From an optimization exercise on the open Yosys and OpenROAD flow, aimed at small area, a short achievable clock period and few clock cycles; shortcuts taken in it are not production practice.
At most, simulation tests tie the RTL to the original design; equivalence was not proved.
Power is estimated from default activity; no workload was simulated.

## job 101
Design fondant_dec, start of the top module:
module fondant_dec (
    input  wire        clk,
    input  wire        rst,
    input  wire        start,
    output wire        start_ready,
    input  wire [4:0]  s_depth,        
    input  wire [4:0]  s_k,            
    input  wire [3:0]  s_rows_m1,
    input  wire [5:0]  s_cols_m1,
    input  wire [15:0] s_len,          
    input  wire        in_valid,
    output wire        in_ready,
    input  wire [31:0] in_data,
    output reg         pix_valid,
    output reg  [15:0] pix_y,
    output reg         done
);
Size in the first run: roughly 5800 cells after synthesis, about 92 I/O pins, about 55000 µm² of cells after synthesis.
==> flow/config.mk <==
export PLATFORM = sky130hd
export DESIGN_NAME = fondant_dec
export DESIGN_NICKNAME = fondant_dec
export VERILOG_FILES = /design/flow/design.v
export SDC_FILE = /design/flow/constraint.sdc
export NUM_CORES = 4
export LEC_CHECK = 0
export ABC_AREA = 1
export CAP_MARGIN = 20
export CORE_MARGIN = 2
export CORE_UTILIZATION = 65
export CTS_BUF_LIST = sky130_fd_sc_hd__clkbuf_8
export CTS_CLUSTER_DIAMETER = 60
export CTS_CLUSTER_SIZE = 16
export PLACE_DENSITY = 0.75
export SLEW_MARGIN = 20
==> flow/constraint.sdc <==
create_clock -name core_clock -period 36.0 [get_ports {clk}]
set_input_delay 7.2000 -clock core_clock [delete_from_list [all_inputs] [get_ports {clk}]]
set_output_delay 7.2000 -clock core_clock [all_outputs]
set_load 0.01 [all_outputs]
standard.sh (not shown) runs the stock make flow with config.mk's settings and CLKGATE_MAP_FILE= SYNTH_SCRIPT=/design/flow/synth_recipe.tcl, a recipe that flattens the netlist after the stock synthesis.
==> flow/flow/run.sh <==
#!/bin/bash
# The standard layout, with a stronger buffer (buf_4) on every input and
# output port than the default choice, and ORFS's timing repair asked to
# leave 28 ns of setup slack at the design's period (36 ns), so that it
# shortens the slowest paths. The constraints are the design's own.
# Each step's output goes to its own log under orfs/logs; make's own output
# goes to make.log here.
set -euo pipefail
export BUFFER_PORTS_ARGS="-buffer_cell sky130_fd_sc_hd__buf_4"
export SETUP_SLACK_MARGIN=28
bash standard.sh > make.log 2>&1
diff inputs: job 101 => job 102
- CTS_CLUSTER_DIAMETER: 60 -> 100
- CTS_BUF_LIST: sky130_fd_sc_hd__clkbuf_8 -> sky130_fd_sc_hd__clkbuf_16
- CTS_CLUSTER_SIZE: 16 -> 30
==> comparison <==
Job 102 against job 101; cell depth of the worst flop-to-flop path is down by a few percent. Per the comparison of job 102 with job 101, cell area closely matched the old numbers; wire length of the first global-routing pass increased by 1.4% relative to the old numbers; setup slack increased by 140 ps relative to the old numbers; utilization after layout decreased by 0.21 points relative to the old numbers; number of top-level design ports closely matched the old numbers. Against job 101, wire length the detailed router placed on met1 in job 102 fell slightly. Cell area power density delta (job 101 -> job 102): insignificant. | clock latency on the worst-skew pair | job 102 vs job 101 | 130 ps lower |. Job 102 ended up with start_ready_r as its source of the critical timing path; job 101 ended up with in_ready_r. Fmax improves in job 102 relative to job 101.
No run of this note included a check of the RTL's function; only the layout flow was run.

* * *

== alpha ==
fondant_dec, a different RTL version from the one above (not shown whole).
For scale: roughly 1400 flip-flops, roughly 56000 um2 of cells after synthesis.
export LEC_CHECK = 0
export ABC_AREA = 1
export CAP_MARGIN = 20
export CORE_MARGIN = 2
export CORE_UTILIZATION = 65
export PLACE_DENSITY = 0.75
export SLEW_MARGIN = 20
create_clock -name core_clock -period 36.0 [get_ports {clk}]
Scripts as last shown in full above: flow/flow/run.sh
alpha: all stages complete, timing, DRC and antenna checks passed
> inputs changed (alpha -> beta)
==> flow/flow/run.sh <==
#!/bin/bash
# The standard layout, with a stronger buffer (buf_4) on every input and
# output port than the default choice. Each step's output goes to its own
# log under orfs/logs; make's own output goes to make.log here.
set -euo pipefail
export BUFFER_PORTS_ARGS="-buffer_cell sky130_fd_sc_hd__buf_4"
bash standard.sh > make.log 2>&1
### Flow results
Power consumption: beta vs alpha down 0.021 mW. Sort alpha and beta by slew at the pin closest to its max-slew limit asc -> top: alpha. Compared alpha against beta; post-route met1 wirelength within noise. Register-to-register slack delta (beta − alpha): unfavourable. Fmax: beta lower than alpha.
No run of this note included a check of the RTL's function; only the layout flow was run.

* * *

Setup of the reference run:
fondant_dec, a different RTL version from the one above (not shown whole).
For scale: about 5,900 cells after synthesis, about 1,400 flip-flops, ~92 I/O pins, ~0.056 sq mm of cells after synthesis.
Settings: LEC_CHECK=0, ABC_AREA=1, CAP_MARGIN=20, CORE_MARGIN=2, CORE_UTILIZATION=65, PLACE_DENSITY=0.75, SLEW_MARGIN=20; clock period 36.0 ns.
run.sh (not shown) runs the stock make flow with config.mk's settings and CLKGATE_MAP_FILE= SYNTH_SCRIPT=/design/flow/synth_recipe.tcl, a recipe that flattens the netlist after the stock synthesis.
Stock flow here: none of the scripts above is used.
The reference run was carried through to the last stage, and its layout satisfied the timing, design-rule and antenna checks.
[inputs] the trial run vs the reference run
==> flow/flow/run.sh (new file) <==
#!/bin/bash
# The standard layout, with a stronger buffer (buf_4) on every input and
# output port than the default choice. Each step's output goes to its own
# log under orfs/logs; make's own output goes to make.log here.
set -euo pipefail
export BUFFER_PORTS_ARGS="-buffer_cell sky130_fd_sc_hd__buf_4"
bash standard.sh > make.log 2>&1
==> flow/standard.sh (new file) <==
#!/bin/bash
# synth_recipe.tcl (not shown) runs the flow's synth.tcl, then flattens the netlist and writes it again
# the make line also repeats each setting of config.mk as NAME=value (left out here)
make -C /OpenROAD-flow-scripts/flow DESIGN_CONFIG=/design/flow/config.mk WORK_HOME=/design/flow/orfs CLKGATE_MAP_FILE= SYNTH_SCRIPT=/design/flow/synth_recipe.tcl "${@:-finish}"
removed: flow/run.sh
The trial run falls short of the reference run in worst hold slack.
The reference run vs the trial run, master of the slowest instance on the critical path: sky130_fd_sc_hd__clkdlybuf4s50_1 vs sky130_fd_sc_hd__dfxtp_1
Compared with the reference run, the trial run shows a higher initial antenna violation count.
The trial run against the reference run: leakage power of the design essentially unchanged, overall via count from detail_route increased 130, final area essentially unchanged, ratio of final minimum period to clock period decreased 1.2 points, number of nets in the final layout essentially unchanged.
No functional check of the RTL was part of any run of this note.

* * *

Another version of the RTL of fondant_dec (not shown whole).
For scale: about 5,200 cells after synthesis, about 1,400 flip-flops, about 92 I/O pins, roughly 0.052 mm^2 of cells after synthesis.
export LEC_CHECK = 0
export ABC_AREA = 1
export CAP_MARGIN = 20
export CORE_MARGIN = 2
export CORE_UTILIZATION = 65
export CTS_BUF_LIST = sky130_fd_sc_hd__clkbuf_16
export CTS_CLUSTER_DIAMETER = 80
export CTS_CLUSTER_SIZE = 25
export PLACE_DENSITY = 0.75
export SLEW_MARGIN = 20
create_clock -name core_clock -period 36.0 [get_ports {clk}]
standard.sh (not shown) runs the stock make flow with config.mk's settings and CLKGATE_MAP_FILE= SYNTH_SCRIPT=/design/flow/synth_recipe.tcl, a recipe that flattens the netlist after the stock synthesis.
==> flow/flow/run.sh <==
#!/bin/bash
# The standard layout, with a stronger buffer (buf_1) on every input and
# output port than the default choice, and ORFS's timing repair asked to
# leave 28 ns of setup slack at the design's period (36 ns), so that it
# shortens the slowest paths. The constraints are the design's own.
# Each step's output goes to its own log under orfs/logs; make's own output
# goes to make.log here.
set -euo pipefail
export BUFFER_PORTS_ARGS="-buffer_cell sky130_fd_sc_hd__buf_1"
export SETUP_SLACK_MARGIN=28
bash standard.sh > make.log 2>&1
Testbench counts at the start, summed over its fixed seeds: cycles 330,320.
Edit:
==> flow/flow/run.sh (replaced) <==
#!/bin/bash
# The standard layout, with a stronger buffer (buf_4) on every input and
# output port than the default choice, and ORFS's timing repair asked to
# leave 28 ns of setup slack at the design's period (36 ns), so that it
# shortens the slowest paths. The constraints are the design's own.
# Each step's output goes to its own log under orfs/logs; make's own output
# goes to make.log here.
set -euo pipefail
export BUFFER_PORTS_ARGS="-buffer_cell sky130_fd_sc_hd__buf_4"
export SETUP_SLACK_MARGIN=28
bash standard.sh > make.log 2>&1
=> Total power is lower by 0.34%. Cell count does not change. Final area rises by 0.49%. Wire length fell by 0.39%.

* * *

== lane 1 ==
fondant_dec, a different RTL version from the one above (not shown whole).
Size: ~0.051 mm2 of cells after synthesis.
==> flow/design.v (excerpt) <==
module fondant_dec (
    input  wire        clk,
    input  wire        rst,
    input  wire        start,
    output wire        start_ready,
    input  wire [4:0]  s_depth,        
    input  wire [4:0]  s_k,            
    input  wire [3:0]  s_rows_m1,
    input  wire [5:0]  s_cols_m1,
    input  wire [15:0] s_len,          
    input  wire        in_valid,
    output wire        in_ready,
    input  wire [31:0] in_data,
    output reg         pix_valid,
    output reg  [15:0] pix_y,
    output reg         done
);
clock: 36.0 ns
lec_check: 0
abc_area: 1
cap_margin: 20
core_margin: 2
core_utilization: 65
cts_buf_list: sky130_fd_sc_hd__clkbuf_16
cts_cluster_diameter: 90
cts_cluster_size: 32
place_density: 0.75
slew_margin: 20
==> flow/flow/run.sh <==
#!/bin/bash
set -euo pipefail
export BUFFER_PORTS_ARGS="-buffer_cell sky130_fd_sc_hd__buf_1"
export SETUP_SLACK_MARGIN=28
bash standard.sh > make.log 2>&1
Lane 1 completed; timing, DRC and antenna clean
Testbench counts of lane 1, summed over its fixed seeds: cycles 330,320.
Changes in lane 2 relative to lane 1:
Settings: CTS_CLUSTER_SIZE now 25, was 32; CTS_CLUSTER_DIAMETER now 80, was 90.
==> flow/flow/run.sh <==
#!/bin/bash
set -euo pipefail
export BUFFER_PORTS_ARGS="-buffer_cell sky130_fd_sc_hd__buf_1"
export SETUP_SLACK_MARGIN=27.75
bash standard.sh > make.log 2>&1
### Flow results
All of lane 1 and lane 2 finish clean. Compared with lane 1, lane 2 instantiates a larger number of standard cells. [lane 2] final instance area rose 370 um2 relative to lane 1. Lane 1 has a lower via count than lane 2.
Modified inputs, lane 3 compared to lane 2
Settings: swapping sky130_fd_sc_hd__clkbuf_16 for sky130_fd_sc_hd__clkbuf_8 sky130_fd_sc_hd__clkbuf_16 in CTS_BUF_LIST.
==> flow/flow/run.sh <==
#!/bin/bash
set -euo pipefail
export BUFFER_PORTS_ARGS="-buffer_cell sky130_fd_sc_hd__buf_1"
export SETUP_SLACK_MARGIN=28
bash standard.sh > make.log 2>&1
==> run notes <==
- Between lane 2 and lane 3, the static leakage does not differ in any meaningful way.
- Lane 3 vs. lane 2: final critical-path setup slack now sits lower, wire length reported by the detailed router flat, number of synthesized flops with an enable pin flat, clock skew held steady, setup slack on the worst flop-to-flop path now larger.
Relative to lane 3, the following input files were edited for lane 4:
Settings: CTS_CLUSTER_SIZE changed from 25 to 28; CTS_BUF_LIST changed from sky130_fd_sc_hd__clkbuf_8 sky130_fd_sc_hd__clkbuf_16 to sky130_fd_sc_hd__clkbuf_16; CTS_CLUSTER_DIAMETER changed from 80 to 90.
Between lane 4 and lane 3, the clock slew seen by the registers of the worst setup and hold paths figures differ only marginally. [lane 4] global-route usage fell 0.45 points relative to lane 3. The run with more setup slack is lane 3; lane 4 has less. Diff lane 3 -> lane 4: met1 global-route usage closely matched the old numbers, cell area now sits lower, non-clock buffer count shrank by 6, wire length lower. First-pass GRT wire length ends up lower on lane 4. Between lane 4 and lane 3, it is lane 4 whose final critical-path required period is higher, by 35 ps. Mean number of vias per cell (lower): lane 4. Lane 3 has higher proportion of power drawn by the clock network than lane 4.

* * *

Setup of east:
Starting RTL as in the previous note.
Settings: LEC_CHECK=0, ABC_AREA=1, CAP_MARGIN=20, CORE_MARGIN=2, CORE_UTILIZATION=65, CTS_BUF_LIST=sky130_fd_sc_hd__clkbuf_16, CTS_CLUSTER_DIAMETER=80, CTS_CLUSTER_SIZE=25, PLACE_DENSITY=0.75, SLEW_MARGIN=20; clock period 36.0 ns.
run.sh (not shown) runs the stock make flow with config.mk's settings and CLKGATE_MAP_FILE= SYNTH_SCRIPT=/design/flow/synth_recipe.tcl, a recipe that flattens the netlist after the stock synthesis.
Stock flow here: none of the scripts above is used.
Testbench counts of east, summed over its fixed seeds: cycles 330,320.
## Diff of input files: north against east
==> flow/flow/run.sh (new file) <==
#!/bin/bash
set -euo pipefail
export BUFFER_PORTS_ARGS="-buffer_cell sky130_fd_sc_hd__buf_1"
export SETUP_SLACK_MARGIN=28
bash standard.sh > make.log 2>&1
==> flow/standard.sh (new file) <==
#!/bin/bash
# synth_recipe.tcl (not shown) runs the flow's synth.tcl, then flattens the netlist and writes it again
# the make line also repeats each setting of config.mk as NAME=value (left out here)
make -C /OpenROAD-flow-scripts/flow DESIGN_CONFIG=/design/flow/config.mk WORK_HOME=/design/flow/orfs CLKGATE_MAP_FILE= SYNTH_SCRIPT=/design/flow/synth_recipe.tcl "${@:-finish}"
removed: flow/run.sh
==> comparison <==
- Taking east as the reference, in north wire length picked up an extra 0.86%, layout cell share with drive strength beyond 1 grew by 1.2 points, sequential cell area now sits at about the same level, area added between synthesis and finish now smaller, worst endpoint data arrival time went down.
- Final cycle utilization of the critical path: north < east
- Global-route usage: east vs north, no meaningful difference
- north vs. east: share of power burned in combinational logic has increased, clock share of power went down 0.3 points.

separate check: timing with driven ports:
No port has a modelled driver above. Below, the same layouts with a new extraction and two added sets of constraints. Step 1 assumes that a clkbuf_16 drives the clock port and a buf_2 every other input. Step 2 also shifts input and output timing later by t, the mid clock arrival at the registers, as if the neighbouring blocks saw the same clock. Three values: ideal ports, drivers, drivers and shift; two values: the first two.
run | shift t [ns] | slack for setup (ns) | worst setup path at the end
job 101 | 0.866 | 27.497 / 27.432 / 27.843 | input to register
job 102 | 0.754 | 27.637 / 27.567 / 27.802 | input to register
alpha | 0.812 | 27.514 / 27.444 / 27.922 | input to register
beta | 0.814 | 27.340 / 27.270 / 27.748 | register to register
the reference run | 0.816 | 26.906 / 26.833 / 27.367 | input to register
the trial run | 0.828 | 27.353 / 27.285 / 27.699 | register to register
the first run of note 4 | 0.728 | 27.673 / 27.605 / 27.628 | input to register
the second run of note 4 | 0.728 | 27.668 / 27.601 / 27.946 | input to register
lane 1 | 0.726 | 27.662 / 27.599 / 27.863 | input to register
lane 2 | 0.703 | 27.692 / 27.627 / 27.854 | input to register
lane 3 | 0.703 | 27.687 / 27.622 / 27.859 | input to register
lane 4 | 0.742 | 27.651 / 27.584 / 27.864 | input to register
east | 0.717 | 27.181 / 27.112 / 27.465 | input to register
north | 0.703 | 27.687 / 27.622 / 27.859 | input to register
After both steps setup and hold are still met in every run listed. For the first run of note 4, which loses most, drivers alone change the setup slack by -0.068 ns; drivers and shift together by -0.045 ns.
